Background: an optimization exercise with open tools, aiming at small area, a short achievable clock period and few clock cycles per item. Do not read the settings as production practice. No run shown here included a check of the RTL's function; only the layout flow was run. No activity file was given, so power comes from the tool's default toggle rates.

==> flow/design.v (outline; a module is shown in full before it is edited, if it fits) <==
// module flow_hash: 914 lines
module flow_hash (
    input  wire         clk,
    input  wire         rst,         
    input  wire         in_valid,
    output wire         in_ready,
    input  wire [1:0]   in_op,       
    input  wire [3:0]   in_len,      
    input  wire         in_frag,     
    input  wire [31:0]  in_seed,
    input  wire [511:0] in_words,    
    output wire         out_valid,
    input  wire         out_ready,
    output wire [31:0]  out_hash
);
  // ...
==> flow/flow/run.sh <==
#!/bin/bash
# Own layout flow: the standard layout (standard.sh: ORFS synthesis to
# final layout, unchanged), except that the port buffers that global
# placement inserts on every input and output are the platform's smallest
# plain buffer (buf_1) instead of the clkdlybuf4s50_1 delay cell that
# buffer_ports picks by default.  Repair may still resize them.
set -euo pipefail
export BUFFER_PORTS_ARGS="-buffer_cell sky130_fd_sc_hd__buf_1"
bash standard.sh finish > standard_flow.log 2>&1
==> flow/standard.sh <==
#!/bin/bash
# synth_recipe.tcl (not shown) runs the flow's synth.tcl, then flattens the netlist and writes it again
# the make line also repeats each setting of config.mk as NAME=value (left out here)
make -C /OpenROAD-flow-scripts/flow DESIGN_CONFIG=/design/flow/config.mk WORK_HOME=/design/flow/orfs CLKGATE_MAP_FILE= SYNTH_SCRIPT=/design/flow/synth_recipe.tcl "${@:-finish}"
==> flow/config.mk <==
export PLATFORM = sky130hd
export DESIGN_NAME = flow_hash
export DESIGN_NICKNAME = flow_hash
export VERILOG_FILES = /design/flow/design.v
export SDC_FILE = /design/flow/constraint.sdc
export NUM_CORES = 4
export LEC_CHECK = 0
export CAP_MARGIN = 20
export CORE_MARGIN = 2
export CORE_UTILIZATION = 55
export SETUP_SLACK_MARGIN = 3.6
export SLEW_MARGIN = 20
export TNS_END_PERCENT = 100
==> flow/constraint.sdc <==
create_clock -name core_clock -period 8.0 [get_ports {clk}]
set_input_delay 1.6000 -clock core_clock [delete_from_list [all_inputs] [get_ports {clk}]]
set_output_delay 1.6000 -clock core_clock [all_outputs]
set_load 0.01 [all_outputs]
==> impl_metrics.tcl, run 1 <==
set metrics [dict create \
    grt_max_degree 58 \
    num_rows 78 \
    overflow 0 \
    synth_top_family_by_area "XOR/XNOR gates" \
    cts_num_sinks 103 \
    clk-power_uw 448 \
    timing.critical_path.from "g1[7]" \
    clock_buffers 10 \
    drv_cap 0 \
    layout.nets 4693 \
    die_width_um 218.8 \
    cpMostUsedCell "o21ai_2" \
    slew_violations 0 \
    rsz0062_at_grt "yes" \
    cts-root-buf "clkbuf_16" \
    startpoint_type "flip-flop" \
    syn_inst 3172 \
    insertion_delay_ns 0.38 \
    postLayoutCoreUtil 0.7083 \
    synth_compound_area_frac 0.1701 \
    grt_pass1_vias 27510 \
    initial_utilization 0.5578 \
    crit_end "y2[21]" \
    antenna_found_initial 27 \
    power_frac_seq 0.118 \
    dp_hpwl_mm 101.4 \
    largest_class "multi-input combinational cells" \
    outcome "timing/DRC/antenna clean" \
    synth_area_per_cell_um2 7.997 \
    combPwrFrac 0.857 \
    vias 29720 \
    dpl-instance-area_um2 28260 \
    fin_crit_ns 5.073 \
]
==> inputs of run 2 (changes only) <==
--- a/flow/design.v
+++ b/flow/design.v
@@ -26,28 +26,24 @@
     wire [31:0] w11 = in_words[383:352];
     wire [31:0] w12 = in_words[415:384];
     wire [31:0] w13 = in_words[447:416];
     wire [31:0] w14 = in_words[479:448];
     wire [31:0] w15 = in_words[511:480];
     wire op_hash = (in_op == 2'd0);
     wire op_hsy4 = (in_op == 2'd1);
     wire op_hsy6 = in_op[1];
-    wire [15:0] sp4 = in_frag ? 16'd0 : w2[31:16];
-    wire [15:0] dp4 = in_frag ? 16'd0 : w2[15:0];
-    wire [15:0] sp6 = in_frag ? 16'd0 : w8[31:16];
-    wire [15:0] dp6 = in_frag ? 16'd0 : w8[15:0];
-    wire [47:0]  ca4 = {w0, sp4};
-    wire [47:0]  cb4 = {w1, dp4};
-    wire [143:0] ca6 = {w0, w1, w2, w3, sp6};
-    wire [143:0] cb6 = {w4, w5, w6, w7, dp6};
-    wire gt4, gt6;
-    wire [47:0] c4_g0 = ca4 & ~cb4;
-    wire [47:0] c4_e0 = ~(ca4 ^ cb4);
-    wire [23:0] c4_g1, c4_e1;
+    wire [31:0]  ca4 = w0;
+    wire [31:0]  cb4 = w1;
+    wire [127:0] ca6 = {w0, w1, w2, w3};
+    wire [127:0] cb6 = {w4, w5, w6, w7};
+    wire agt4, aeq4, agt6, aeq6, pgt4, pgt6;
+    wire [31:0] c4_g0 = ca4 & ~cb4;
+    wire [31:0] c4_e0 = ~(ca4 ^ cb4);
+    wire [15:0] c4_g1, c4_e1;
     assign c4_g1[0] = c4_g0[1] | (c4_e0[1] & c4_g0[0]);
     assign c4_e1[0] = c4_e0[1] & c4_e0[0];
     assign c4_g1[1] = c4_g0[3] | (c4_e0[3] & c4_g0[2]);
     assign c4_e1[1] = c4_e0[3] & c4_e0[2];
     assign c4_g1[2] = c4_g0[5] | (c4_e0[5] & c4_g0[4]);
     assign c4_e1[2] = c4_e0[5] & c4_e0[4];
     assign c4_g1[3] = c4_g0[7] | (c4_e0[7] & c4_g0[6]);
     assign c4_e1[3] = c4_e0[7] & c4_e0[6];
@@ -70,89 +66,55 @@
     assign c4_g1[12] = c4_g0[25] | (c4_e0[25] & c4_g0[24]);
     assign c4_e1[12] = c4_e0[25] & c4_e0[24];
     assign c4_g1[13] = c4_g0[27] | (c4_e0[27] & c4_g0[26]);
     assign c4_e1[13] = c4_e0[27] & c4_e0[26];
     assign c4_g1[14] = c4_g0[29] | (c4_e0[29] & c4_g0[28]);
     assign c4_e1[14] = c4_e0[29] & c4_e0[28];
     assign c4_g1[15] = c4_g0[31] | (c4_e0[31] & c4_g0[30]);
     assign c4_e1[15] = c4_e0[31] & c4_e0[30];
-    assign c4_g1[16] = c4_g0[33] | (c4_e0[33] & c4_g0[32]);
-    assign c4_e1[16] = c4_e0[33] & c4_e0[32];
-    assign c4_g1[17] = c4_g0[35] | (c4_e0[35] & c4_g0[34]);
-    assign c4_e1[17] = c4_e0[35] & c4_e0[34];
-    assign c4_g1[18] = c4_g0[37] | (c4_e0[37] & c4_g0[36]);
-    assign c4_e1[18] = c4_e0[37] & c4_e0[36];
-    assign c4_g1[19] = c4_g0[39] | (c4_e0[39] & c4_g0[38]);
-    assign c4_e1[19] = c4_e0[39] & c4_e0[38];
-    assign c4_g1[20] = c4_g0[41] | (c4_e0[41] & c4_g0[40]);
-    assign c4_e1[20] = c4_e0[41] & c4_e0[40];
-    assign c4_g1[21] = c4_g0[43] | (c4_e0[43] & c4_g0[42]);
-    assign c4_e1[21] = c4_e0[43] & c4_e0[42];
-    assign c4_g1[22] = c4_g0[45] | (c4_e0[45] & c4_g0[44]);
-    assign c4_e1[22] = c4_e0[45] & c4_e0[44];
-    assign c4_g1[23] = c4_g0[47] | (c4_e0[47] & c4_g0[46]);
-    assign c4_e1[23] = c4_e0[47] & c4_e0[46];
-    wire [11:0] c4_g2, c4_e2;
+    wire [7:0] c4_g2, c4_e2;
     assign c4_g2[0] = c4_g1[1] | (c4_e1[1] & c4_g1[0]);
     assign c4_e2[0] = c4_e1[1] & c4_e1[0];
     assign c4_g2[1] = c4_g1[3] | (c4_e1[3] & c4_g1[2]);
     assign c4_e2[1] = c4_e1[3] & c4_e1[2];
     assign c4_g2[2] = c4_g1[5] | (c4_e1[5] & c4_g1[4]);
     assign c4_e2[2] = c4_e1[5] & c4_e1[4];
     assign c4_g2[3] = c4_g1[7] | (c4_e1[7] & c4_g1[6]);
     assign c4_e2[3] = c4_e1[7] & c4_e1[6];
     assign c4_g2[4] = c4_g1[9] | (c4_e1[9] & c4_g1[8]);
     assign c4_e2[4] = c4_e1[9] & c4_e1[8];
     assign c4_g2[5] = c4_g1[11] | (c4_e1[11] & c4_g1[10]);
     assign c4_e2[5] = c4_e1[11] & c4_e1[10];
     assign c4_g2[6] = c4_g1[13] | (c4_e1[13] & c4_g1[12]);
     assign c4_e2[6] = c4_e1[13] & c4_e1[12];
     assign c4_g2[7] = c4_g1[15] | (c4_e1[15] & c4_g1[14]);
     assign c4_e2[7] = c4_e1[15] & c4_e1[14];
-    assign c4_g2[8] = c4_g1[17] | (c4_e1[17] & c4_g1[16]);
-    assign c4_e2[8] = c4_e1[17] & c4_e1[16];
-    assign c4_g2[9] = c4_g1[19] | (c4_e1[19] & c4_g1[18]);
-    assign c4_e2[9] = c4_e1[19] & c4_e1[18];
-    assign c4_g2[10] = c4_g1[21] | (c4_e1[21] & c4_g1[20]);
-    assign c4_e2[10] = c4_e1[21] & c4_e1[20];
-    assign c4_g2[11] = c4_g1[23] | (c4_e1[23] & c4_g1[22]);
-    assign c4_e2[11] = c4_e1[23] & c4_e1[22];
-    wire [5:0] c4_g3, c4_e3;
+    wire [3:0] c4_g3, c4_e3;
     assign c4_g3[0] = c4_g2[1] | (c4_e2[1] & c4_g2[0]);
     assign c4_e3[0] = c4_e2[1] & c4_e2[0];
     assign c4_g3[1] = c4_g2[3] | (c4_e2[3] & c4_g2[2]);
     assign c4_e3[1] = c4_e2[3] & c4_e2[2];
     assign c4_g3[2] = c4_g2[5] | (c4_e2[5] & c4_g2[4]);
     assign c4_e3[2] = c4_e2[5] & c4_e2[4];
     assign c4_g3[3] = c4_g2[7] | (c4_e2[7] & c4_g2[6]);
     assign c4_e3[3] = c4_e2[7] & c4_e2[6];
-    assign c4_g3[4] = c4_g2[9] | (c4_e2[9] & c4_g2[8]);
-    assign c4_e3[4] = c4_e2[9] & c4_e2[8];
-    assign c4_g3[5] = c4_g2[11] | (c4_e2[11] & c4_g2[10]);
-    assign c4_e3[5] = c4_e2[11] & c4_e2[10];
-    wire [2:0] c4_g4, c4_e4;
+    wire [1:0] c4_g4, c4_e4;
     assign c4_g4[0] = c4_g3[1] | (c4_e3[1] & c4_g3[0]);
     assign c4_e4[0] = c4_e3[1] & c4_e3[0];
     assign c4_g4[1] = c4_g3[3] | (c4_e3[3] & c4_g3[2]);
     assign c4_e4[1] = c4_e3[3] & c4_e3[2];
-    assign c4_g4[2] = c4_g3[5] | (c4_e3[5] & c4_g3[4]);
-    assign c4_e4[2] = c4_e3[5] & c4_e3[4];
-    wire [1:0] c4_g5, c4_e5;
+    wire [0:0] c4_g5, c4_e5;
     assign c4_g5[0] = c4_g4[1] | (c4_e4[1] & c4_g4[0]);
     assign c4_e5[0] = c4_e4[1] & c4_e4[0];
-    assign c4_g5[1] = c4_g4[2];
-    assign c4_e5[1] = c4_e4[2];
-    wire [0:0] c4_g6, c4_e6;
-    assign c4_g6[0] = c4_g5[1] | (c4_e5[1] & c4_g5[0]);
-    assign c4_e6[0] = c4_e5[1] & c4_e5[0];
-    assign gt4 = c4_g6[0];
-    wire [143:0] c6_g0 = ca6 & ~cb6;
-    wire [143:0] c6_e0 = ~(ca6 ^ cb6);
-    wire [71:0] c6_g1, c6_e1;
+    assign agt4 = c4_g5[0];
+    assign aeq4 = c4_e5[0];
+    wire [127:0] c6_g0 = ca6 & ~cb6;
+    wire [127:0] c6_e0 = ~(ca6 ^ cb6);
+    wire [63:0] c6_g1, c6_e1;
     assign c6_g1[0] = c6_g0[1] | (c6_e0[1] & c6_g0[0]);
     assign c6_e1[0] = c6_e0[1] & c6_e0[0];
     assign c6_g1[1] = c6_g0[3] | (c6_e0[3] & c6_g0[2]);
     assign c6_e1[1] = c6_e0[3] & c6_e0[2];
     assign c6_g1[2] = c6_g0[5] | (c6_e0[5] & c6_g0[4]);
     assign c6_e1[2] = c6_e0[5] & c6_e0[4];
     assign c6_g1[3] = c6_g0[7] | (c6_e0[7] & c6_g0[6]);
     assign c6_e1[3] = c6_e0[7] & c6_e0[6];
@@ -271,33 +233,17 @@
     assign c6_g1[60] = c6_g0[121] | (c6_e0[121] & c6_g0[120]);
     assign c6_e1[60] = c6_e0[121] & c6_e0[120];
     assign c6_g1[61] = c6_g0[123] | (c6_e0[123] & c6_g0[122]);
     assign c6_e1[61] = c6_e0[123] & c6_e0[122];
     assign c6_g1[62] = c6_g0[125] | (c6_e0[125] & c6_g0[124]);
     assign c6_e1[62] = c6_e0[125] & c6_e0[124];
     assign c6_g1[63] = c6_g0[127] | (c6_e0[127] & c6_g0[126]);
     assign c6_e1[63] = c6_e0[127] & c6_e0[126];
-    assign c6_g1[64] = c6_g0[129] | (c6_e0[129] & c6_g0[128]);
-    assign c6_e1[64] = c6_e0[129] & c6_e0[128];
-    assign c6_g1[65] = c6_g0[131] | (c6_e0[131] & c6_g0[130]);
-    assign c6_e1[65] = c6_e0[131] & c6_e0[130];
-    assign c6_g1[66] = c6_g0[133] | (c6_e0[133] & c6_g0[132]);
-    assign c6_e1[66] = c6_e0[133] & c6_e0[132];
-    assign c6_g1[67] = c6_g0[135] | (c6_e0[135] & c6_g0[134]);
-    assign c6_e1[67] = c6_e0[135] & c6_e0[134];
-    assign c6_g1[68] = c6_g0[137] | (c6_e0[137] & c6_g0[136]);
-    assign c6_e1[68] = c6_e0[137] & c6_e0[136];
-    assign c6_g1[69] = c6_g0[139] | (c6_e0[139] & c6_g0[138]);
-    assign c6_e1[69] = c6_e0[139] & c6_e0[138];
-    assign c6_g1[70] = c6_g0[141] | (c6_e0[141] & c6_g0[140]);
-    assign c6_e1[70] = c6_e0[141] & c6_e0[140];
-    assign c6_g1[71] = c6_g0[143] | (c6_e0[143] & c6_g0[142]);
-    assign c6_e1[71] = c6_e0[143] & c6_e0[142];
-    wire [35:0] c6_g2, c6_e2;
+    wire [31:0] c6_g2, c6_e2;
     assign c6_g2[0] = c6_g1[1] | (c6_e1[1] & c6_g1[0]);
     assign c6_e2[0] = c6_e1[1] & c6_e1[0];
     assign c6_g2[1] = c6_g1[3] | (c6_e1[3] & c6_g1[2]);
     assign c6_e2[1] = c6_e1[3] & c6_e1[2];
     assign c6_g2[2] = c6_g1[5] | (c6_e1[5] & c6_g1[4]);
     assign c6_e2[2] = c6_e1[5] & c6_e1[4];
     assign c6_g2[3] = c6_g1[7] | (c6_e1[7] & c6_g1[6]);
     assign c6_e2[3] = c6_e1[7] & c6_e1[6];
@@ -352,25 +298,17 @@
     assign c6_g2[28] = c6_g1[57] | (c6_e1[57] & c6_g1[56]);
     assign c6_e2[28] = c6_e1[57] & c6_e1[56];
     assign c6_g2[29] = c6_g1[59] | (c6_e1[59] & c6_g1[58]);
     assign c6_e2[29] = c6_e1[59] & c6_e1[58];
     assign c6_g2[30] = c6_g1[61] | (c6_e1[61] & c6_g1[60]);
     assign c6_e2[30] = c6_e1[61] & c6_e1[60];
     assign c6_g2[31] = c6_g1[63] | (c6_e1[63] & c6_g1[62]);
     assign c6_e2[31] = c6_e1[63] & c6_e1[62];
-    assign c6_g2[32] = c6_g1[65] | (c6_e1[65] & c6_g1[64]);
-    assign c6_e2[32] = c6_e1[65] & c6_e1[64];
-    assign c6_g2[33] = c6_g1[67] | (c6_e1[67] & c6_g1[66]);
-    assign c6_e2[33] = c6_e1[67] & c6_e1[66];
-    assign c6_g2[34] = c6_g1[69] | (c6_e1[69] & c6_g1[68]);
-    assign c6_e2[34] = c6_e1[69] & c6_e1[68];
-    assign c6_g2[35] = c6_g1[71] | (c6_e1[71] & c6_g1[70]);
-    assign c6_e2[35] = c6_e1[71] & c6_e1[70];
-    wire [17:0] c6_g3, c6_e3;
+    wire [15:0] c6_g3, c6_e3;
     assign c6_g3[0] = c6_g2[1] | (c6_e2[1] & c6_g2[0]);
     assign c6_e3[0] = c6_e2[1] & c6_e2[0];
     assign c6_g3[1] = c6_g2[3] | (c6_e2[3] & c6_g2[2]);
     assign c6_e3[1] = c6_e2[3] & c6_e2[2];
     assign c6_g3[2] = c6_g2[5] | (c6_e2[5] & c6_g2[4]);
     assign c6_e3[2] = c6_e2[5] & c6_e2[4];
     assign c6_g3[3] = c6_g2[7] | (c6_e2[7] & c6_g2[6]);
     assign c6_e3[3] = c6_e2[7] & c6_e2[6];
@@ -393,66 +331,128 @@
     assign c6_g3[12] = c6_g2[25] | (c6_e2[25] & c6_g2[24]);
     assign c6_e3[12] = c6_e2[25] & c6_e2[24];
     assign c6_g3[13] = c6_g2[27] | (c6_e2[27] & c6_g2[26]);
     assign c6_e3[13] = c6_e2[27] & c6_e2[26];
     assign c6_g3[14] = c6_g2[29] | (c6_e2[29] & c6_g2[28]);
     assign c6_e3[14] = c6_e2[29] & c6_e2[28];
     assign c6_g3[15] = c6_g2[31] | (c6_e2[31] & c6_g2[30]);
     assign c6_e3[15] = c6_e2[31] & c6_e2[30];
-    assign c6_g3[16] = c6_g2[33] | (c6_e2[33] & c6_g2[32]);
-    assign c6_e3[16] = c6_e2[33] & c6_e2[32];
-    assign c6_g3[17] = c6_g2[35] | (c6_e2[35] & c6_g2[34]);
-    assign c6_e3[17] = c6_e2[35] & c6_e2[34];
-    wire [8:0] c6_g4, c6_e4;
+    wire [7:0] c6_g4, c6_e4;
     assign c6_g4[0] = c6_g3[1] | (c6_e3[1] & c6_g3[0]);
     assign c6_e4[0] = c6_e3[1] & c6_e3[0];
     assign c6_g4[1] = c6_g3[3] | (c6_e3[3] & c6_g3[2]);
     assign c6_e4[1] = c6_e3[3] & c6_e3[2];
     assign c6_g4[2] = c6_g3[5] | (c6_e3[5] & c6_g3[4]);
     assign c6_e4[2] = c6_e3[5] & c6_e3[4];
     assign c6_g4[3] = c6_g3[7] | (c6_e3[7] & c6_g3[6]);
     assign c6_e4[3] = c6_e3[7] & c6_e3[6];
     assign c6_g4[4] = c6_g3[9] | (c6_e3[9] & c6_g3[8]);
     assign c6_e4[4] = c6_e3[9] & c6_e3[8];
     assign c6_g4[5] = c6_g3[11] | (c6_e3[11] & c6_g3[10]);
     assign c6_e4[5] = c6_e3[11] & c6_e3[10];
     assign c6_g4[6] = c6_g3[13] | (c6_e3[13] & c6_g3[12]);
     assign c6_e4[6] = c6_e3[13] & c6_e3[12];
     assign c6_g4[7] = c6_g3[15] | (c6_e3[15] & c6_g3[14]);
     assign c6_e4[7] = c6_e3[15] & c6_e3[14];
-    assign c6_g4[8] = c6_g3[17] | (c6_e3[17] & c6_g3[16]);
-    assign c6_e4[8] = c6_e3[17] & c6_e3[16];
-    wire [4:0] c6_g5, c6_e5;
+    wire [3:0] c6_g5, c6_e5;
     assign c6_g5[0] = c6_g4[1] | (c6_e4[1] & c6_g4[0]);
     assign c6_e5[0] = c6_e4[1] & c6_e4[0];
     assign c6_g5[1] = c6_g4[3] | (c6_e4[3] & c6_g4[2]);
     assign c6_e5[1] = c6_e4[3] & c6_e4[2];
     assign c6_g5[2] = c6_g4[5] | (c6_e4[5] & c6_g4[4]);
     assign c6_e5[2] = c6_e4[5] & c6_e4[4];
     assign c6_g5[3] = c6_g4[7] | (c6_e4[7] & c6_g4[6]);
     assign c6_e5[3] = c6_e4[7] & c6_e4[6];
-    assign c6_g5[4] = c6_g4[8];
-    assign c6_e5[4] = c6_e4[8];
-    wire [2:0] c6_g6, c6_e6;
+    wire [1:0] c6_g6, c6_e6;
     assign c6_g6[0] = c6_g5[1] | (c6_e5[1] & c6_g5[0]);
     assign c6_e6[0] = c6_e5[1] & c6_e5[0];
     assign c6_g6[1] = c6_g5[3] | (c6_e5[3] & c6_g5[2]);
     assign c6_e6[1] = c6_e5[3] & c6_e5[2];
-    assign c6_g6[2] = c6_g5[4];
-    assign c6_e6[2] = c6_e5[4];
-    wire [1:0] c6_g7, c6_e7;
+    wire [0:0] c6_g7, c6_e7;
     assign c6_g7[0] = c6_g6[1] | (c6_e6[1] & c6_g6[0]);
     assign c6_e7[0] = c6_e6[1] & c6_e6[0];
-    assign c6_g7[1] = c6_g6[2];
-    assign c6_e7[1] = c6_e6[2];
-    wire [0:0] c6_g8, c6_e8;
-    assign c6_g8[0] = c6_g7[1] | (c6_e7[1] & c6_g7[0]);
-    assign c6_e8[0] = c6_e7[1] & c6_e7[0];
-    assign gt6 = c6_g8[0];
+    assign agt6 = c6_g7[0];
+    assign aeq6 = c6_e7[0];
+    wire [15:0] p4_g0 = w2[31:16] & ~w2[15:0];
+    wire [15:0] p4_e0 = ~(w2[31:16] ^ w2[15:0]);
+    wire [7:0] p4_g1, p4_e1;
+    assign p4_g1[0] = p4_g0[1] | (p4_e0[1] & p4_g0[0]);
+    assign p4_e1[0] = p4_e0[1] & p4_e0[0];
+    assign p4_g1[1] = p4_g0[3] | (p4_e0[3] & p4_g0[2]);
+    assign p4_e1[1] = p4_e0[3] & p4_e0[2];
+    assign p4_g1[2] = p4_g0[5] | (p4_e0[5] & p4_g0[4]);
+    assign p4_e1[2] = p4_e0[5] & p4_e0[4];
+    assign p4_g1[3] = p4_g0[7] | (p4_e0[7] & p4_g0[6]);
+    assign p4_e1[3] = p4_e0[7] & p4_e0[6];
+    assign p4_g1[4] = p4_g0[9] | (p4_e0[9] & p4_g0[8]);
+    assign p4_e1[4] = p4_e0[9] & p4_e0[8];
+    assign p4_g1[5] = p4_g0[11] | (p4_e0[11] & p4_g0[10]);
+    assign p4_e1[5] = p4_e0[11] & p4_e0[10];
+    assign p4_g1[6] = p4_g0[13] | (p4_e0[13] & p4_g0[12]);
+    assign p4_e1[6] = p4_e0[13] & p4_e0[12];
+    assign p4_g1[7] = p4_g0[15] | (p4_e0[15] & p4_g0[14]);
+    assign p4_e1[7] = p4_e0[15] & p4_e0[14];
+    wire [3:0] p4_g2, p4_e2;
+    assign p4_g2[0] = p4_g1[1] | (p4_e1[1] & p4_g1[0]);
+    assign p4_e2[0] = p4_e1[1] & p4_e1[0];
+    assign p4_g2[1] = p4_g1[3] | (p4_e1[3] & p4_g1[2]);
+    assign p4_e2[1] = p4_e1[3] & p4_e1[2];
+    assign p4_g2[2] = p4_g1[5] | (p4_e1[5] & p4_g1[4]);
+    assign p4_e2[2] = p4_e1[5] & p4_e1[4];
+    assign p4_g2[3] = p4_g1[7] | (p4_e1[7] & p4_g1[6]);
+    assign p4_e2[3] = p4_e1[7] & p4_e1[6];
+    wire [1:0] p4_g3, p4_e3;
+    assign p4_g3[0] = p4_g2[1] | (p4_e2[1] & p4_g2[0]);
+    assign p4_e3[0] = p4_e2[1] & p4_e2[0];
+    assign p4_g3[1] = p4_g2[3] | (p4_e2[3] & p4_g2[2]);
+    assign p4_e3[1] = p4_e2[3] & p4_e2[2];
+    wire [0:0] p4_g4, p4_e4;
+    assign p4_g4[0] = p4_g3[1] | (p4_e3[1] & p4_g3[0]);
+    assign p4_e4[0] = p4_e3[1] & p4_e3[0];
+    assign pgt4 = p4_g4[0];
+    wire [15:0] p6_g0 = w8[31:16] & ~w8[15:0];
+    wire [15:0] p6_e0 = ~(w8[31:16] ^ w8[15:0]);
+    wire [7:0] p6_g1, p6_e1;
+    assign p6_g1[0] = p6_g0[1] | (p6_e0[1] & p6_g0[0]);
+    assign p6_e1[0] = p6_e0[1] & p6_e0[0];
+    assign p6_g1[1] = p6_g0[3] | (p6_e0[3] & p6_g0[2]);
+    assign p6_e1[1] = p6_e0[3] & p6_e0[2];
+    assign p6_g1[2] = p6_g0[5] | (p6_e0[5] & p6_g0[4]);
+    assign p6_e1[2] = p6_e0[5] & p6_e0[4];
+    assign p6_g1[3] = p6_g0[7] | (p6_e0[7] & p6_g0[6]);
+    assign p6_e1[3] = p6_e0[7] & p6_e0[6];
+    assign p6_g1[4] = p6_g0[9] | (p6_e0[9] & p6_g0[8]);
+    assign p6_e1[4] = p6_e0[9] & p6_e0[8];
+    assign p6_g1[5] = p6_g0[11] | (p6_e0[11] & p6_g0[10]);
+    assign p6_e1[5] = p6_e0[11] & p6_e0[10];
+    assign p6_g1[6] = p6_g0[13] | (p6_e0[13] & p6_g0[12]);
+    assign p6_e1[6] = p6_e0[13] & p6_e0[12];
+    assign p6_g1[7] = p6_g0[15] | (p6_e0[15] & p6_g0[14]);
+    assign p6_e1[7] = p6_e0[15] & p6_e0[14];
+    wire [3:0] p6_g2, p6_e2;
+    assign p6_g2[0] = p6_g1[1] | (p6_e1[1] & p6_g1[0]);
+    assign p6_e2[0] = p6_e1[1] & p6_e1[0];
+    assign p6_g2[1] = p6_g1[3] | (p6_e1[3] & p6_g1[2]);
+    assign p6_e2[1] = p6_e1[3] & p6_e1[2];
+    assign p6_g2[2] = p6_g1[5] | (p6_e1[5] & p6_g1[4]);
+    assign p6_e2[2] = p6_e1[5] & p6_e1[4];
+    assign p6_g2[3] = p6_g1[7] | (p6_e1[7] & p6_g1[6]);
+    assign p6_e2[3] = p6_e1[7] & p6_e1[6];
+    wire [1:0] p6_g3, p6_e3;
+    assign p6_g3[0] = p6_g2[1] | (p6_e2[1] & p6_g2[0]);
+    assign p6_e3[0] = p6_e2[1] & p6_e2[0];
+    assign p6_g3[1] = p6_g2[3] | (p6_e2[3] & p6_g2[2]);
+    assign p6_e3[1] = p6_e2[3] & p6_e2[2];
+    wire [0:0] p6_g4, p6_e4;
+    assign p6_g4[0] = p6_g3[1] | (p6_e3[1] & p6_g3[0]);
+    assign p6_e4[0] = p6_e3[1] & p6_e3[0];
+    assign pgt6 = p6_g4[0];
+    wire gt4 = agt4 | (aeq4 & ~in_frag & pgt4);
+    wire gt6 = agt6 | (aeq6 & ~in_frag & pgt6);
     wire swap4 = op_hsy4 & gt4;
     wire swap6 = op_hsy6 & gt6;
     wire [3:0] nm1 = op_hash ? in_len : (op_hsy4 ? 4'd3 : 4'd9);
     wire [31:0] e0 = w0;
     wire en1 = ~(op_hash & (in_len == 4'd0));
     wire en2 = (op_hash & (in_len >= 4'd2)) | (op_hsy4 & ~in_frag) | op_hsy6;
     wire en3 = (op_hash & (in_len >= 4'd3)) | op_hsy6;
     wire en4 = (op_hash & (in_len >= 4'd4)) | op_hsy6;
@@ -462,76 +462,84 @@
     wire en8 = (op_hash & (in_len >= 4'd8)) | (op_hsy6 & ~in_frag);
     wire en9 = op_hash & (in_len >= 4'd9);
     wire en10 = op_hash & (in_len >= 4'd10);
     wire en11 = op_hash & (in_len >= 4'd11);
     wire en12 = op_hash & (in_len >= 4'd12);
     wire en13 = op_hash & (in_len >= 4'd13);
     wire en14 = op_hash & (in_len >= 4'd14);
     wire en15 = op_hash & (in_len >= 4'd15);
-    wire [31:0] e1 = en1 ? w1 : 32'd0;
-    wire [31:0] e2 = en2 ? w2 : 32'd0;
-    wire [31:0] e3 = en3 ? w3 : 32'd0;
-    wire [31:0] e4 = en4 ? w4 : 32'd0;
-    wire [31:0] e5 = en5 ? w5 : 32'd0;
-    wire [31:0] e6 = en6 ? w6 : 32'd0;
-    wire [31:0] e7 = en7 ? w7 : 32'd0;
-    wire [31:0] e8 = en8 ? w8 : 32'd0;
-    wire [31:0] e9 = en9 ? w9 : 32'd0;
-    wire [31:0] e10 = en10 ? w10 : 32'd0;
-    wire [31:0] e11 = en11 ? w11 : 32'd0;
-    wire [31:0] e12 = en12 ? w12 : 32'd0;
-    wire [31:0] e13 = en13 ? w13 : 32'd0;
-    wire [31:0] e14 = en14 ? w14 : 32'd0;
-    wire [31:0] e15 = en15 ? w15 : 32'd0;
+    wire [31:0] r0 = {w0[4:0], w0[31:5]};
+    wire [31:0] r1 = {w1[9:0], w1[31:10]};
+    wire [31:0] r2 = {w2[14:0], w2[31:15]};
+    wire [31:0] r3 = {w3[19:0], w3[31:20]};
+    wire [31:0] r4 = {w4[24:0], w4[31:25]};
+    wire [31:0] r5 = {w5[29:0], w5[31:30]};
+    wire [31:0] r6 = {w6[2:0], w6[31:3]};
+    wire [31:0] r7 = {w7[7:0], w7[31:8]};
+    wire [31:0] r8 = {w8[12:0], w8[31:13]};
+    wire [31:0] r9 = {w9[17:0], w9[31:18]};
+    wire [31:0] r10 = {w10[22:0], w10[31:23]};
+    wire [31:0] r11 = {w11[27:0], w11[31:28]};
+    wire [31:0] r12 = {w12[0:0], w12[31:1]};
+    wire [31:0] r13 = {w13[5:0], w13[31:6]};
+    wire [31:0] r14 = {w14[10:0], w14[31:11]};
+    wire [31:0] r15 = {w15[15:0], w15[31:16]};
+    wire [31:0] g3 = en3 ? r3 : 32'd0;
+    wire [31:0] x1_2 = r1 ^ r2;
+    wire sa1 = en1 & ~en2;
+    wire [31:0] p1 = ({32{sa1}} & r1) | ({32{en2}} & x1_2);
+    wire [31:0] x4_5 = r4 ^ r5;
+    wire sa4 = en4 & ~en5;
+    wire [31:0] p4 = ({32{sa4}} & r4) | ({32{en5}} & x4_5);
+    wire [31:0] x6_7 = r6 ^ r7;
+    wire sa6 = en6 & ~en7;
+    wire [31:0] p6 = ({32{sa6}} & r6) | ({32{en7}} & x6_7);
+    wire [31:0] x8_9 = r8 ^ r9;
+    wire sa8 = en8 & ~en9;
+    wire [31:0] p8 = ({32{sa8}} & r8) | ({32{en9}} & x8_9);
+    wire [31:0] x10_11 = r10 ^ r11;
+    wire sa10 = en10 & ~en11;
+    wire [31:0] p10 = ({32{sa10}} & r10) | ({32{en11}} & x10_11);
+    wire [31:0] x12_13 = r12 ^ r13;
+    wire sa12 = en12 & ~en13;
+    wire [31:0] p12 = ({32{sa12}} & r12) | ({32{en13}} & x12_13);
+    wire [31:0] x14_15 = r14 ^ r15;
+    wire sa14 = en14 & ~en15;
+    wire [31:0] p14 = ({32{sa14}} & r14) | ({32{en15}} & x14_15);
     wire [31:0] pr4 = {op_hsy4 ? w3[7:0] : 8'd0, 24'd0};
     wire [31:0] pr6 = {op_hsy6 ? w9[7:0] : 8'd0, 24'd0};
-    wire [31:0] r0 = {e0[4:0], e0[31:5]};
-    wire [31:0] r1 = {e1[9:0], e1[31:10]};
-    wire [31:0] r2 = {e2[14:0], e2[31:15]};
-    wire [31:0] r3 = {e3[19:0], e3[31:20]};
-    wire [31:0] r4 = {e4[24:0], e4[31:25]};
-    wire [31:0] r5 = {e5[29:0], e5[31:30]};
-    wire [31:0] r6 = {e6[2:0], e6[31:3]};
-    wire [31:0] r7 = {e7[7:0], e7[31:8]};
-    wire [31:0] r8 = {e8[12:0], e8[31:13]};
-    wire [31:0] r9 = {e9[17:0], e9[31:18]};
-    wire [31:0] r10 = {e10[22:0], e10[31:23]};
-    wire [31:0] r11 = {e11[27:0], e11[31:28]};
-    wire [31:0] r12 = {e12[0:0], e12[31:1]};
-    wire [31:0] r13 = {e13[5:0], e13[31:6]};
-    wire [31:0] r14 = {e14[10:0], e14[31:11]};
-    wire [31:0] r15 = {e15[15:0], e15[31:16]};
     wire [31:0] q3 = {pr4[19:0], pr4[31:20]};
     wire [31:0] q9 = {pr6[17:0], pr6[31:18]};
-    wire [31:0] fa = r0 ^ r1 ^ r2 ^ r3;      
-    wire [31:0] fb = r4 ^ r5 ^ r6 ^ r7;      
-    wire [31:0] fc = r8 ^ r9 ^ r10 ^ r11 ^ q3 ^ q9;
-    wire [31:0] fd = r12 ^ r13 ^ r14 ^ r15 ^ in_seed;
+    wire [31:0] fa = r0 ^ p1 ^ g3;           
+    wire [31:0] fb = p4 ^ p6;                
+    wire [31:0] fc = p8 ^ p10 ^ q3 ^ q9;     
+    wire [31:0] fd = p12 ^ p14 ^ in_seed;    
     wire [31:0] fold = (fa ^ fb) ^ (fc ^ fd);
     wire [31:0] d01 = w0 ^ w1;
-    wire [15:0] x4  = sp4 ^ dp4;
+    wire [15:0] x4  = in_frag ? 16'd0 : (w2[31:16] ^ w2[15:0]);
     wire [31:0] x4w = {x4, x4};
     wire [31:0] cor4 = {d01[4:0], d01[31:5]} ^ {d01[9:0], d01[31:10]} ^ {x4w[14:0], x4w[31:15]};
     wire [31:0] fb20 = {fb[11:0], fb[31:12]};
     wire [31:0] pq   = fa ^ fb20;
-    wire [15:0] x6   = sp6 ^ dp6;
+    wire [15:0] x6   = in_frag ? 16'd0 : (w8[31:16] ^ w8[15:0]);
     wire [31:0] x6w  = {x6, x6};
     wire [31:0] cor6 = pq ^ {pq[19:0], pq[31:20]} ^ {x6w[12:0], x6w[31:13]};
     wire [31:0] g = fold ^ ((swap4 ? cor4 : 32'd0) | (swap6 ? cor6 : 32'd0));
     reg         v1, v2, ov;
     reg  [31:0] g1;
     reg  [3:0]  n1;
+    wire [31:0] gs = g1;
     reg  [31:0] y2;
     reg  [31:0] res;
     wire stall = ov & ~out_ready;
     assign in_ready  = ~stall;
     assign out_valid = ov;
     assign out_hash  = res;
-    wire [31:0] t0 = {g1[26:0], g1[31:27]};
+    wire [31:0] t0 = {gs[26:0], gs[31:27]};
     wire [31:0] t1 = n1[0] ? {t0[26:0], t0[31:27]} : t0;
     wire [31:0] t2 = n1[1] ? {t1[21:0], t1[31:22]} : t1;
     wire [31:0] t3 = n1[2] ? {t2[11:0], t2[31:12]} : t2;
     wire [31:0] hr = n1[3] ? {t3[23:0], t3[31:24]} : t3;
     wire ma_1;
     wire ma_2;
     assign ma_1 = ~hr[5] ^ ~hr[0];
     assign ma_2 = ~hr[5] & ~hr[0];
@@ -636,17 +644,18 @@
     assign ma_51 = ~hr[30] ^ ~hr[25] ^ hr[23];
     assign ma_52 = (~hr[30] & ~hr[25]) | (~hr[30] & hr[23]) | (~hr[25] & hr[23]);
     wire ma_53;
     wire ma_54;
     assign ma_53 = ~hr[31] ^ ~hr[26] ^ hr[24];
     assign ma_54 = (~hr[31] & ~hr[26]) | (~hr[31] & hr[24]) | (~hr[26] & hr[24]);
     wire [31:0] ma_r0 = {ma_52, ma_50, ma_48, ma_46, ma_44, ma_42, ma_40, ma_38, ma_36, ma_34, ma_32, ma_30, ma_28, ma_26, ma_24, ma_22, ma_20, ma_18, ma_16, ma_14, ma_12, ma_10, ma_8, ma_6, ma_4, ma_2, 1'b1, ~hr[4], ~hr[3], ~hr[2], ~hr[1], ~hr[0]};
     wire [31:0] ma_r1 = {ma_53, ma_51, ma_49, ma_47, ma_45, ma_43, ma_41, ma_39, ma_37, ma_35, ma_33, ma_31, ma_29, ma_27, ma_25, ma_23, ma_21, ma_19, ma_17, ma_15, ma_13, ma_11, ma_9, ma_7, ma_5, ma_3, ma_1, 1'b0, 1'b0, 1'b0, 1'b0, 1'b1};
-    wire [31:0] ya = ma_r0 + ma_r1;
+    wire [31:0] ya;
+    flow_hash_add32 u_ma_add (.a(ma_r0), .b(ma_r1), .y(ya));
     wire mb_1;
     wire mb_2;
     assign mb_1 = ~y2[19] ^ ~y2[15];
     assign mb_2 = ~y2[19] & ~y2[15];
     wire mb_3;
     wire mb_4;
     assign mb_3 = ~y2[20] ^ ~y2[16];
     assign mb_4 = ~y2[20] & ~y2[16];
@@ -887,17 +896,18 @@
     assign mb_121 = mb_37 ^ mb_64 ^ mb_65;
     assign mb_122 = (mb_37 & mb_64) | (mb_37 & mb_65) | (mb_64 & mb_65);
     wire mb_123;
     wire mb_124;
     assign mb_123 = mb_41 ^ mb_66 ^ mb_67;
     assign mb_124 = (mb_41 & mb_66) | (mb_41 & mb_67) | (mb_66 & mb_67);
     wire [31:0] mb_r0 = {mb_122, mb_120, mb_118, mb_116, mb_114, mb_112, mb_110, mb_108, mb_106, mb_104, mb_102, mb_100, mb_98, mb_96, mb_94, mb_92, mb_90, mb_88, mb_86, mb_84, mb_82, mb_80, mb_78, mb_76, mb_74, mb_72, mb_70, 1'b1, ~y2[3], ~y2[2], ~y2[1], ~y2[0]};
     wire [31:0] mb_r1 = {mb_123, mb_121, mb_119, mb_117, mb_115, mb_113, mb_111, mb_109, mb_107, mb_105, mb_103, mb_101, mb_99, mb_97, mb_95, mb_93, mb_91, mb_89, mb_87, mb_85, mb_83, mb_81, mb_79, mb_77, mb_75, mb_73, mb_71, mb_69, 1'b0, 1'b0, 1'b0, 1'b1};
-    wire [31:0] prod = mb_r0 + mb_r1;
+    wire [31:0] prod;
+    flow_hash_add32 u_mb_add (.a(mb_r0), .b(mb_r1), .y(prod));
     wire [31:0] fin = prod ^ {15'd0, prod[31:15]};
     always @(posedge clk) begin
         if (rst) begin
             v1 <= 1'b0;
             v2 <= 1'b0;
             ov <= 1'b0;
         end else if (~stall) begin
             v1 <= in_valid;
@@ -907,8 +917,343 @@
         if (~stall) begin
             g1  <= g;
             n1  <= nm1;
             y2  <= ya;
             res <= fin;
         end
     end
 endmodule
+module flow_hash_add32 (
+    input  wire [31:0] a,
+    input  wire [31:0] b,
+    output wire [31:0] y
+);
+    wire [31:0] s_p = a ^ b;
+    wire [31:0] s_g0 = a & b;
+    wire [31:0] s_t0 = s_p;
+    wire [31:0] s_g1, s_t1;
+    assign s_g1[0] = s_g0[0];
+    assign s_t1[0] = s_t0[0];
+    assign s_g1[1] = s_g0[1] | (s_t0[1] & s_g0[0]);
+    assign s_t1[1] = s_t0[1] & s_t0[0];
+    assign s_g1[2] = s_g0[2];
+    assign s_t1[2] = s_t0[2];
+    assign s_g1[3] = s_g0[3] | (s_t0[3] & s_g0[2]);
+    assign s_t1[3] = s_t0[3] & s_t0[2];
+    assign s_g1[4] = s_g0[4];
+    assign s_t1[4] = s_t0[4];
+    assign s_g1[5] = s_g0[5] | (s_t0[5] & s_g0[4]);
+    assign s_t1[5] = s_t0[5] & s_t0[4];
+    assign s_g1[6] = s_g0[6];
+    assign s_t1[6] = s_t0[6];
+    assign s_g1[7] = s_g0[7] | (s_t0[7] & s_g0[6]);
+    assign s_t1[7] = s_t0[7] & s_t0[6];
+    assign s_g1[8] = s_g0[8];
+    assign s_t1[8] = s_t0[8];
+    assign s_g1[9] = s_g0[9] | (s_t0[9] & s_g0[8]);
+    assign s_t1[9] = s_t0[9] & s_t0[8];
+    assign s_g1[10] = s_g0[10];
+    assign s_t1[10] = s_t0[10];
+    assign s_g1[11] = s_g0[11] | (s_t0[11] & s_g0[10]);
+    assign s_t1[11] = s_t0[11] & s_t0[10];
+    assign s_g1[12] = s_g0[12];
+    assign s_t1[12] = s_t0[12];
+    assign s_g1[13] = s_g0[13] | (s_t0[13] & s_g0[12]);
+    assign s_t1[13] = s_t0[13] & s_t0[12];
+    assign s_g1[14] = s_g0[14];
+    assign s_t1[14] = s_t0[14];
+    assign s_g1[15] = s_g0[15] | (s_t0[15] & s_g0[14]);
+    assign s_t1[15] = s_t0[15] & s_t0[14];
+    assign s_g1[16] = s_g0[16];
+    assign s_t1[16] = s_t0[16];
+    assign s_g1[17] = s_g0[17] | (s_t0[17] & s_g0[16]);
+    assign s_t1[17] = s_t0[17] & s_t0[16];
+    assign s_g1[18] = s_g0[18];
+    assign s_t1[18] = s_t0[18];
+    assign s_g1[19] = s_g0[19] | (s_t0[19] & s_g0[18]);
+    assign s_t1[19] = s_t0[19] & s_t0[18];
+    assign s_g1[20] = s_g0[20];
+    assign s_t1[20] = s_t0[20];
+    assign s_g1[21] = s_g0[21] | (s_t0[21] & s_g0[20]);
+    assign s_t1[21] = s_t0[21] & s_t0[20];
+    assign s_g1[22] = s_g0[22];
+    assign s_t1[22] = s_t0[22];
+    assign s_g1[23] = s_g0[23] | (s_t0[23] & s_g0[22]);
+    assign s_t1[23] = s_t0[23] & s_t0[22];
+    assign s_g1[24] = s_g0[24];
+    assign s_t1[24] = s_t0[24];
+    assign s_g1[25] = s_g0[25] | (s_t0[25] & s_g0[24]);
+    assign s_t1[25] = s_t0[25] & s_t0[24];
+    assign s_g1[26] = s_g0[26];
+    assign s_t1[26] = s_t0[26];
+    assign s_g1[27] = s_g0[27] | (s_t0[27] & s_g0[26]);
+    assign s_t1[27] = s_t0[27] & s_t0[26];
+    assign s_g1[28] = s_g0[28];
+    assign s_t1[28] = s_t0[28];
+    assign s_g1[29] = s_g0[29] | (s_t0[29] & s_g0[28]);
+    assign s_t1[29] = s_t0[29] & s_t0[28];
+    assign s_g1[30] = s_g0[30];
+    assign s_t1[30] = s_t0[30];
+    assign s_g1[31] = s_g0[31] | (s_t0[31] & s_g0[30]);
+    assign s_t1[31] = s_t0[31] & s_t0[30];
+    wire [31:0] s_g2, s_t2;
+    assign s_g2[0] = s_g1[0];
+    assign s_t2[0] = s_t1[0];
+    assign s_g2[1] = s_g1[1];
+    assign s_t2[1] = s_t1[1];
+    assign s_g2[2] = s_g1[2] | (s_t1[2] & s_g1[1]);
+    assign s_t2[2] = s_t1[2] & s_t1[1];
+    assign s_g2[3] = s_g1[3] | (s_t1[3] & s_g1[1]);
+    assign s_t2[3] = s_t1[3] & s_t1[1];
+    assign s_g2[4] = s_g1[4];
+    assign s_t2[4] = s_t1[4];
+    assign s_g2[5] = s_g1[5];
+    assign s_t2[5] = s_t1[5];
+    assign s_g2[6] = s_g1[6] | (s_t1[6] & s_g1[5]);
+    assign s_t2[6] = s_t1[6] & s_t1[5];
+    assign s_g2[7] = s_g1[7] | (s_t1[7] & s_g1[5]);
+    assign s_t2[7] = s_t1[7] & s_t1[5];
+    assign s_g2[8] = s_g1[8];
+    assign s_t2[8] = s_t1[8];
+    assign s_g2[9] = s_g1[9];
+    assign s_t2[9] = s_t1[9];
+    assign s_g2[10] = s_g1[10] | (s_t1[10] & s_g1[9]);
+    assign s_t2[10] = s_t1[10] & s_t1[9];
+    assign s_g2[11] = s_g1[11] | (s_t1[11] & s_g1[9]);
+    assign s_t2[11] = s_t1[11] & s_t1[9];
+    assign s_g2[12] = s_g1[12];
+    assign s_t2[12] = s_t1[12];
+    assign s_g2[13] = s_g1[13];
+    assign s_t2[13] = s_t1[13];
+    assign s_g2[14] = s_g1[14] | (s_t1[14] & s_g1[13]);
+    assign s_t2[14] = s_t1[14] & s_t1[13];
+    assign s_g2[15] = s_g1[15] | (s_t1[15] & s_g1[13]);
+    assign s_t2[15] = s_t1[15] & s_t1[13];
+    assign s_g2[16] = s_g1[16];
+    assign s_t2[16] = s_t1[16];
+    assign s_g2[17] = s_g1[17];
+    assign s_t2[17] = s_t1[17];
+    assign s_g2[18] = s_g1[18] | (s_t1[18] & s_g1[17]);
+    assign s_t2[18] = s_t1[18] & s_t1[17];
+    assign s_g2[19] = s_g1[19] | (s_t1[19] & s_g1[17]);
+    assign s_t2[19] = s_t1[19] & s_t1[17];
+    assign s_g2[20] = s_g1[20];
+    assign s_t2[20] = s_t1[20];
+    assign s_g2[21] = s_g1[21];
+    assign s_t2[21] = s_t1[21];
+    assign s_g2[22] = s_g1[22] | (s_t1[22] & s_g1[21]);
+    assign s_t2[22] = s_t1[22] & s_t1[21];
+    assign s_g2[23] = s_g1[23] | (s_t1[23] & s_g1[21]);
+    assign s_t2[23] = s_t1[23] & s_t1[21];
+    assign s_g2[24] = s_g1[24];
+    assign s_t2[24] = s_t1[24];
+    assign s_g2[25] = s_g1[25];
+    assign s_t2[25] = s_t1[25];
+    assign s_g2[26] = s_g1[26] | (s_t1[26] & s_g1[25]);
+    assign s_t2[26] = s_t1[26] & s_t1[25];
+    assign s_g2[27] = s_g1[27] | (s_t1[27] & s_g1[25]);
+    assign s_t2[27] = s_t1[27] & s_t1[25];
+    assign s_g2[28] = s_g1[28];
+    assign s_t2[28] = s_t1[28];
+    assign s_g2[29] = s_g1[29];
+    assign s_t2[29] = s_t1[29];
+    assign s_g2[30] = s_g1[30] | (s_t1[30] & s_g1[29]);
+    assign s_t2[30] = s_t1[30] & s_t1[29];
+    assign s_g2[31] = s_g1[31] | (s_t1[31] & s_g1[29]);
+    assign s_t2[31] = s_t1[31] & s_t1[29];
+    wire [31:0] s_g3, s_t3;
+    assign s_g3[0] = s_g2[0];
+    assign s_t3[0] = s_t2[0];
+    assign s_g3[1] = s_g2[1];
+    assign s_t3[1] = s_t2[1];
+    assign s_g3[2] = s_g2[2];
+    assign s_t3[2] = s_t2[2];
+    assign s_g3[3] = s_g2[3];
+    assign s_t3[3] = s_t2[3];
+    assign s_g3[4] = s_g2[4] | (s_t2[4] & s_g2[3]);
+    assign s_t3[4] = s_t2[4] & s_t2[3];
+    assign s_g3[5] = s_g2[5] | (s_t2[5] & s_g2[3]);
+    assign s_t3[5] = s_t2[5] & s_t2[3];
+    assign s_g3[6] = s_g2[6] | (s_t2[6] & s_g2[3]);
+    assign s_t3[6] = s_t2[6] & s_t2[3];
+    assign s_g3[7] = s_g2[7] | (s_t2[7] & s_g2[3]);
+    assign s_t3[7] = s_t2[7] & s_t2[3];
+    assign s_g3[8] = s_g2[8];
+    assign s_t3[8] = s_t2[8];
+    assign s_g3[9] = s_g2[9];
+    assign s_t3[9] = s_t2[9];
+    assign s_g3[10] = s_g2[10];
+    assign s_t3[10] = s_t2[10];
+    assign s_g3[11] = s_g2[11];
+    assign s_t3[11] = s_t2[11];
+    assign s_g3[12] = s_g2[12] | (s_t2[12] & s_g2[11]);
+    assign s_t3[12] = s_t2[12] & s_t2[11];
+    assign s_g3[13] = s_g2[13] | (s_t2[13] & s_g2[11]);
+    assign s_t3[13] = s_t2[13] & s_t2[11];
+    assign s_g3[14] = s_g2[14] | (s_t2[14] & s_g2[11]);
+    assign s_t3[14] = s_t2[14] & s_t2[11];
+    assign s_g3[15] = s_g2[15] | (s_t2[15] & s_g2[11]);
+    assign s_t3[15] = s_t2[15] & s_t2[11];
+    assign s_g3[16] = s_g2[16];
+    assign s_t3[16] = s_t2[16];
+    assign s_g3[17] = s_g2[17];
+    assign s_t3[17] = s_t2[17];
+    assign s_g3[18] = s_g2[18];
+    assign s_t3[18] = s_t2[18];
+    assign s_g3[19] = s_g2[19];
+    assign s_t3[19] = s_t2[19];
+    assign s_g3[20] = s_g2[20] | (s_t2[20] & s_g2[19]);
+    assign s_t3[20] = s_t2[20] & s_t2[19];
+    assign s_g3[21] = s_g2[21] | (s_t2[21] & s_g2[19]);
+    assign s_t3[21] = s_t2[21] & s_t2[19];
+    assign s_g3[22] = s_g2[22] | (s_t2[22] & s_g2[19]);
+    assign s_t3[22] = s_t2[22] & s_t2[19];
+    assign s_g3[23] = s_g2[23] | (s_t2[23] & s_g2[19]);
+    assign s_t3[23] = s_t2[23] & s_t2[19];
+    assign s_g3[24] = s_g2[24];
+    assign s_t3[24] = s_t2[24];
+    assign s_g3[25] = s_g2[25];
+    assign s_t3[25] = s_t2[25];
+    assign s_g3[26] = s_g2[26];
+    assign s_t3[26] = s_t2[26];
+    assign s_g3[27] = s_g2[27];
+    assign s_t3[27] = s_t2[27];
+    assign s_g3[28] = s_g2[28] | (s_t2[28] & s_g2[27]);
+    assign s_t3[28] = s_t2[28] & s_t2[27];
+    assign s_g3[29] = s_g2[29] | (s_t2[29] & s_g2[27]);
+    assign s_t3[29] = s_t2[29] & s_t2[27];
+    assign s_g3[30] = s_g2[30] | (s_t2[30] & s_g2[27]);
+    assign s_t3[30] = s_t2[30] & s_t2[27];
+    assign s_g3[31] = s_g2[31] | (s_t2[31] & s_g2[27]);
+    assign s_t3[31] = s_t2[31] & s_t2[27];
+    wire [31:0] s_g4, s_t4;
+    assign s_g4[0] = s_g3[0];
+    assign s_t4[0] = s_t3[0];
+    assign s_g4[1] = s_g3[1];
+    assign s_t4[1] = s_t3[1];
+    assign s_g4[2] = s_g3[2];
+    assign s_t4[2] = s_t3[2];
+    assign s_g4[3] = s_g3[3];
+    assign s_t4[3] = s_t3[3];
+    assign s_g4[4] = s_g3[4];
+    assign s_t4[4] = s_t3[4];
+    assign s_g4[5] = s_g3[5];
+    assign s_t4[5] = s_t3[5];
+    assign s_g4[6] = s_g3[6];
+    assign s_t4[6] = s_t3[6];
+    assign s_g4[7] = s_g3[7];
+    assign s_t4[7] = s_t3[7];
+    assign s_g4[8] = s_g3[8] | (s_t3[8] & s_g3[7]);
+    assign s_t4[8] = s_t3[8] & s_t3[7];
+    assign s_g4[9] = s_g3[9] | (s_t3[9] & s_g3[7]);
+    assign s_t4[9] = s_t3[9] & s_t3[7];
+    assign s_g4[10] = s_g3[10] | (s_t3[10] & s_g3[7]);
+    assign s_t4[10] = s_t3[10] & s_t3[7];
+    assign s_g4[11] = s_g3[11] | (s_t3[11] & s_g3[7]);
+    assign s_t4[11] = s_t3[11] & s_t3[7];
+    assign s_g4[12] = s_g3[12] | (s_t3[12] & s_g3[7]);
+    assign s_t4[12] = s_t3[12] & s_t3[7];
+    assign s_g4[13] = s_g3[13] | (s_t3[13] & s_g3[7]);
+    assign s_t4[13] = s_t3[13] & s_t3[7];
+    assign s_g4[14] = s_g3[14] | (s_t3[14] & s_g3[7]);
+    assign s_t4[14] = s_t3[14] & s_t3[7];
+    assign s_g4[15] = s_g3[15] | (s_t3[15] & s_g3[7]);
+    assign s_t4[15] = s_t3[15] & s_t3[7];
+    assign s_g4[16] = s_g3[16];
+    assign s_t4[16] = s_t3[16];
+    assign s_g4[17] = s_g3[17];
+    assign s_t4[17] = s_t3[17];
+    assign s_g4[18] = s_g3[18];
+    assign s_t4[18] = s_t3[18];
+    assign s_g4[19] = s_g3[19];
+    assign s_t4[19] = s_t3[19];
+    assign s_g4[20] = s_g3[20];
+    assign s_t4[20] = s_t3[20];
+    assign s_g4[21] = s_g3[21];
+    assign s_t4[21] = s_t3[21];
+    assign s_g4[22] = s_g3[22];
+    assign s_t4[22] = s_t3[22];
+    assign s_g4[23] = s_g3[23];
+    assign s_t4[23] = s_t3[23];
+    assign s_g4[24] = s_g3[24] | (s_t3[24] & s_g3[23]);
+    assign s_t4[24] = s_t3[24] & s_t3[23];
+    assign s_g4[25] = s_g3[25] | (s_t3[25] & s_g3[23]);
+    assign s_t4[25] = s_t3[25] & s_t3[23];
+    assign s_g4[26] = s_g3[26] | (s_t3[26] & s_g3[23]);
+    assign s_t4[26] = s_t3[26] & s_t3[23];
+    assign s_g4[27] = s_g3[27] | (s_t3[27] & s_g3[23]);
+    assign s_t4[27] = s_t3[27] & s_t3[23];
+    assign s_g4[28] = s_g3[28] | (s_t3[28] & s_g3[23]);
+    assign s_t4[28] = s_t3[28] & s_t3[23];
+    assign s_g4[29] = s_g3[29] | (s_t3[29] & s_g3[23]);
+    assign s_t4[29] = s_t3[29] & s_t3[23];
+    assign s_g4[30] = s_g3[30] | (s_t3[30] & s_g3[23]);
+    assign s_t4[30] = s_t3[30] & s_t3[23];
+    assign s_g4[31] = s_g3[31] | (s_t3[31] & s_g3[23]);
+    assign s_t4[31] = s_t3[31] & s_t3[23];
+    wire [31:0] s_g5, s_t5;
+    assign s_g5[0] = s_g4[0];
+    assign s_t5[0] = s_t4[0];
+    assign s_g5[1] = s_g4[1];
+    assign s_t5[1] = s_t4[1];
+    assign s_g5[2] = s_g4[2];
+    assign s_t5[2] = s_t4[2];
+    assign s_g5[3] = s_g4[3];
+    assign s_t5[3] = s_t4[3];
+    assign s_g5[4] = s_g4[4];
+    assign s_t5[4] = s_t4[4];
+    assign s_g5[5] = s_g4[5];
+    assign s_t5[5] = s_t4[5];
+    assign s_g5[6] = s_g4[6];
+    assign s_t5[6] = s_t4[6];
+    assign s_g5[7] = s_g4[7];
+    assign s_t5[7] = s_t4[7];
+    assign s_g5[8] = s_g4[8];
+    assign s_t5[8] = s_t4[8];
+    assign s_g5[9] = s_g4[9];
+    assign s_t5[9] = s_t4[9];
+    assign s_g5[10] = s_g4[10];
+    assign s_t5[10] = s_t4[10];
+    assign s_g5[11] = s_g4[11];
+    assign s_t5[11] = s_t4[11];
+    assign s_g5[12] = s_g4[12];
+    assign s_t5[12] = s_t4[12];
+    assign s_g5[13] = s_g4[13];
+    assign s_t5[13] = s_t4[13];
+    assign s_g5[14] = s_g4[14];
+    assign s_t5[14] = s_t4[14];
+    assign s_g5[15] = s_g4[15];
+    assign s_t5[15] = s_t4[15];
+    assign s_g5[16] = s_g4[16] | (s_t4[16] & s_g4[15]);
+    assign s_t5[16] = s_t4[16] & s_t4[15];
+    assign s_g5[17] = s_g4[17] | (s_t4[17] & s_g4[15]);
+    assign s_t5[17] = s_t4[17] & s_t4[15];
+    assign s_g5[18] = s_g4[18] | (s_t4[18] & s_g4[15]);
+    assign s_t5[18] = s_t4[18] & s_t4[15];
+    assign s_g5[19] = s_g4[19] | (s_t4[19] & s_g4[15]);
+    assign s_t5[19] = s_t4[19] & s_t4[15];
+    assign s_g5[20] = s_g4[20] | (s_t4[20] & s_g4[15]);
+    assign s_t5[20] = s_t4[20] & s_t4[15];
+    assign s_g5[21] = s_g4[21] | (s_t4[21] & s_g4[15]);
+    assign s_t5[21] = s_t4[21] & s_t4[15];
+    assign s_g5[22] = s_g4[22] | (s_t4[22] & s_g4[15]);
+    assign s_t5[22] = s_t4[22] & s_t4[15];
+    assign s_g5[23] = s_g4[23] | (s_t4[23] & s_g4[15]);
+    assign s_t5[23] = s_t4[23] & s_t4[15];
+    assign s_g5[24] = s_g4[24] | (s_t4[24] & s_g4[15]);
+    assign s_t5[24] = s_t4[24] & s_t4[15];
+    assign s_g5[25] = s_g4[25] | (s_t4[25] & s_g4[15]);
+    assign s_t5[25] = s_t4[25] & s_t4[15];
+    assign s_g5[26] = s_g4[26] | (s_t4[26] & s_g4[15]);
+    assign s_t5[26] = s_t4[26] & s_t4[15];
+    assign s_g5[27] = s_g4[27] | (s_t4[27] & s_g4[15]);
+    assign s_t5[27] = s_t4[27] & s_t4[15];
+    assign s_g5[28] = s_g4[28] | (s_t4[28] & s_g4[15]);
+    assign s_t5[28] = s_t4[28] & s_t4[15];
+    assign s_g5[29] = s_g4[29] | (s_t4[29] & s_g4[15]);
+    assign s_t5[29] = s_t4[29] & s_t4[15];
+    assign s_g5[30] = s_g4[30] | (s_t4[30] & s_g4[15]);
+    assign s_t5[30] = s_t4[30] & s_t4[15];
+    assign s_g5[31] = s_g4[31] | (s_t4[31] & s_g4[15]);
+    assign s_t5[31] = s_t4[31] & s_t4[15];
+    assign y = s_p ^ {s_g5[30:0], 1'b0};
+endmodule
==> flow/config.mk (replaced) <==
export PLATFORM = sky130hd
export DESIGN_NAME = flow_hash
export DESIGN_NICKNAME = flow_hash
export VERILOG_FILES = /design/flow/design.v
export SDC_FILE = /design/flow/constraint.sdc
export NUM_CORES = 4
export LEC_CHECK = 0
export CAP_MARGIN = 20
export CORE_MARGIN = 2
export CORE_UTILIZATION = 40
export SETUP_SLACK_MARGIN = 3.6
export SLEW_MARGIN = 20
export SYNTH_HIERARCHICAL = 1
export SYNTH_MINIMUM_KEEP_SIZE = 0
export TNS_END_PERCENT = 20
==> impl_metrics.tcl, run 2 <==
set metrics [dict create \
    globalRouteTotalUtil 0.3614 \
    fillerInstances 6392 \
    ant_nets 0 \
    ys_top_cells_by_area "ha_1, edfxtp_1, xnor2_1, xor2_1, o21ai_0" \
    synth-xor-area-share 0.2042 \
    numCtsBuffers 9 \
    dp_hpwl_mm 101.3 \
    drive_above_1_share 0.1318 \
    p_sw_frac 0.5028 \
    synth.area.mux_share 0.05031 \
    htree_levels 3 \
    area_growth_syn_to_layout_pct 23.25 \
    clk_pin_slew_ns 0.08 \
    worst-path-max-fanout 37 \
    cts_num_sinks 103 \
    routedWlPerCell_um 26.42 \
    slew_violations 0 \
    reg_top3 "g1 (32), res (32), y2 (32)" \
    critPathKind "primary input to flip-flop" \
    synth_edf_count 100 \
    layout.nets 4760 \
    synth-simple-area-share 0.1482 \
    p_clk_frac 0.037 \
    rr_endpoint "y2[23]" \
    synth_ff_type "edfxtp_1" \
    postLayoutCoreUtil 0.4953 \
    synth_seq_cells 103 \
    ios 589 \
    cp.arrival_ns 4.88 \
    dpl-instance-area_um2 28890 \
    startpoint_type "primary input" \
    p_per_area_nw_per_um2 449.8 \
    vias 28050 \
    synth_top_area_cell "ha_1" \
    drv_cap 0 \
    hold_path_depth 2 \
    r2r-start "n1[0]" \
    reg2reg_slack_ns 3.61 \
    min_period_over_period 0.5791 \
    antenna_found_initial 15 \
    syn_area_um2 25770 \
    min_from "v2" \
    synth_top_area_frac 0.1360 \
    die_width_um 257.8 \
    power_frac_seq 0.137 \
    drc 0 \
    outcome "timing/DRC/antenna clean" \
    ys_warn_count 7 \
    timing.critical_path.from "in_len[1]" \
    synth_seq_area_share 0.1189 \
    cts_hold_buffers 0 \
    place.gp.congestion 1.075 \
    synth_area_per_cell_um2 7.936 \
    fin_tns_setup_ns 0 \
    switchingPower_mw 7.182 \
    num_rows 93 \
    async_reset_ff_frac 0 \
    final_cell_mix "buf_1, inv_1, xnor2_1" \
    die-area_um2 66460 \
    cts_tree "yes" \
    rr_worst_depth 16 \
    grt_pass1_wl_mm 176.3 \
    totalWireLength_mm 125.1 \
    setup_slack_ns 3.368 \
    multi_input_area_um2 22150 \
    hold_violations 0 \
    synth_top_family_by_area "compound AO/OA/AOI/OAI gates" \
    cts-root-buf "clkbuf_16" \
    fp.coreArea_um2 64120 \
    finalClockSkew_ns 0.01917 \
    yosys-top-cells-count "inv_1, xnor2_1, o21ai_0" \
    synthMostInstantiatedCell "inv_1" \
    syn_inst 3247 \
    grt_max_degree 65 \
    rsz0062_at_grt "yes" \
    min_path_type "flip-flop to flip-flop" \
    p_int_mw 7.103 \
    whs_ns 0.4838 \
    synth_compound_area_frac 0.2147 \
    required_ns 8.25 \
    drt-pass1-iter-count 7 \
    fin_crit_ns 4.632 \
    grt_pass1_vias 26330 \
    fin_area_um2 31760 \
    layout.area.seq_um2 3063 \
    setup_viol 0 \
    ir_drop_v 0.0005534 \
    insertion_delay_ns 0.39 \
    max_freq_ghz 0.2159 \
    synth-adder-area-share 0.1872 \
    tightest_slew_ns 0.9924 \
    first_iter_violations 3197 \
    endpoint_kind "flip-flop" \
    dp_slack_ns 2.172 \
    fp.dieH_um 257.8 \
    portBuffers 588 \
    clockBufferDepth 2 \
    overflow 0 \
    initial_utilization 0.4019 \
    final_common_cell "buf_1" \
    combPwrFrac 0.826 \
    viasPerCell 5.922 \
    relSlewSlack 0.3337 \
    p_leak_nw 13.28 \
    synth_cell_types 100 \
    whs_endpoint "ov" \
]
-- run 2: cell types whose count changed after synthesis, sizes merged, moves of 52 or more --
cell   delta
o21ai   +252
nand2   -182
xnor2   -144
nor3    +141
a21oi    +96
nor2     +78
inv      +70
a21o     -52
-- run 2: area by class of cell --
class                           count  area share
Tap cell                          855     0.03369
Timing Repair Buffer              717      0.1177
Clock inverter                      6    0.003388
Inverter                          361     0.04294
Sequential cell                   103     0.09645
Clock buffer                        9    0.007092
Multi-Input combinational cell   2667      0.6973
Antenna cell                       18    0.001418
-- run 2: modules after synthesis (local to each module, per instance) --
module,cell area (um2),flops+latches,cells,times used
flow_hash,22840,103,2887,1
flow_hash_add32,1461,0,180,2
-- run 2: kinds of logic after synthesis --
group,count (synthesis)
AO/OA/AOI/OAI,860
XOR/XNOR,546
adder cells (fa/ha/maj),346
buffers and inverters,499
flip-flops,103
multiplexers,86
other,2
AND/OR/NAND/NOR,805
-- run 2: worst max path at each step --
stage / endpoint / slack [ns] / cells after the start
after detailed placement: g1[23] / 2.17 / 11
after CTS: g1[30] / 3.57 / 14
after floorplan: in_ready / 3.44 / 2
final: g1[7] / 3.37 / 13
after global routing: y2[23] / 3.33 / 16
after global placement: g1[23] / 2.22 / 11
-- run 2: through the flow --
step                std cells  total power, mW
floorplan                3260            10.86
global placement         4607            13.29
detailed placement       4607            13.43
CTS                      4701            14.22
global route             4728            15.65
finish                   4736            14.28
-- run 2: routing by layer --
layer | share of wire | up-vias | track usage | wire length, um
met4 | 0.085 | 4 | 0.2513 | 10630
met5 | 0.00022 | - | 0 | 27
li1 | - | 12700 | - | -
met1 | 0.37 | 13060 | 0.4319 | 45680
met2 | 0.45 | 1819 | 0.5803 | 55710
met3 | 0.10 | 467 | 0.07705 | 13050
-- run 2: worst max-delay path, stage by stage --
cell	delay [ns]
clkbuf_2	0.08
buf_4	0.25
or4_4	0.68
a21oi_4	0.18
buf_12	0.14
buf_6	0.17
o21ai_0	0.11
a21oi_1	0.36
xnor2_2	0.26
xnor3_1	0.54
a31o_2	0.23
o22a_1	0.17
nand3_1	0.08
-- run 2: power by group through the flow --
stage,Clock (mW),Combinational [mW],Sequential (mW)
2_1_floorplan,0,8.95,1.91
3_3_place_gp,0,11.3,1.95
3_5_place_dp,0,11.5,1.96
4_1_cts,0.539,11.7,1.95
5_1_grt,0.553,13.1,1.98
6_report,0.528,11.8,1.95
-- run 2: what timing repair did --
item | in CTS | in global routing
endpoints found under the setup margin | 56 | 45
gates resized for setup | 255 | 79
cloned | 15 | 2
buffers inserted | 64 | 15
pin swaps | 71 | 47

==> re-timing with driven ports <==
In the flow no input, the clock included, has a driving cell. The finished layouts below were timed again as built, in two steps. Step 1 sets driving cells, clkbuf_16 on the clock port and buf_2 on the other inputs (assumed; they add their load-dependent delay and slew). Step 2, shift: input delay + t, output delay - t, t = (earliest + latest rising clock arrival at the registers) / 2. This alone moves slack from input paths to output paths. a / b / c = no drivers / after step 1 / after step 2; a / b = the first two.
run	t (ns)	setup slack, ns	worst setup path at the end	latest minus earliest clock arrival (ns)	pins driven straight from the clock port
run 1	0.420	2.927 / 2.927 / 2.609	input to register	0.024 / 0.023	1
run 2	0.430	3.368 / 3.339 / 2.909	input to register	0.020 / 0.019	1
After both steps every run listed still meets setup and hold. The setup slack of run 2, which loses most, moves by -0.029 ns with the drivers and by -0.459 ns with both steps.
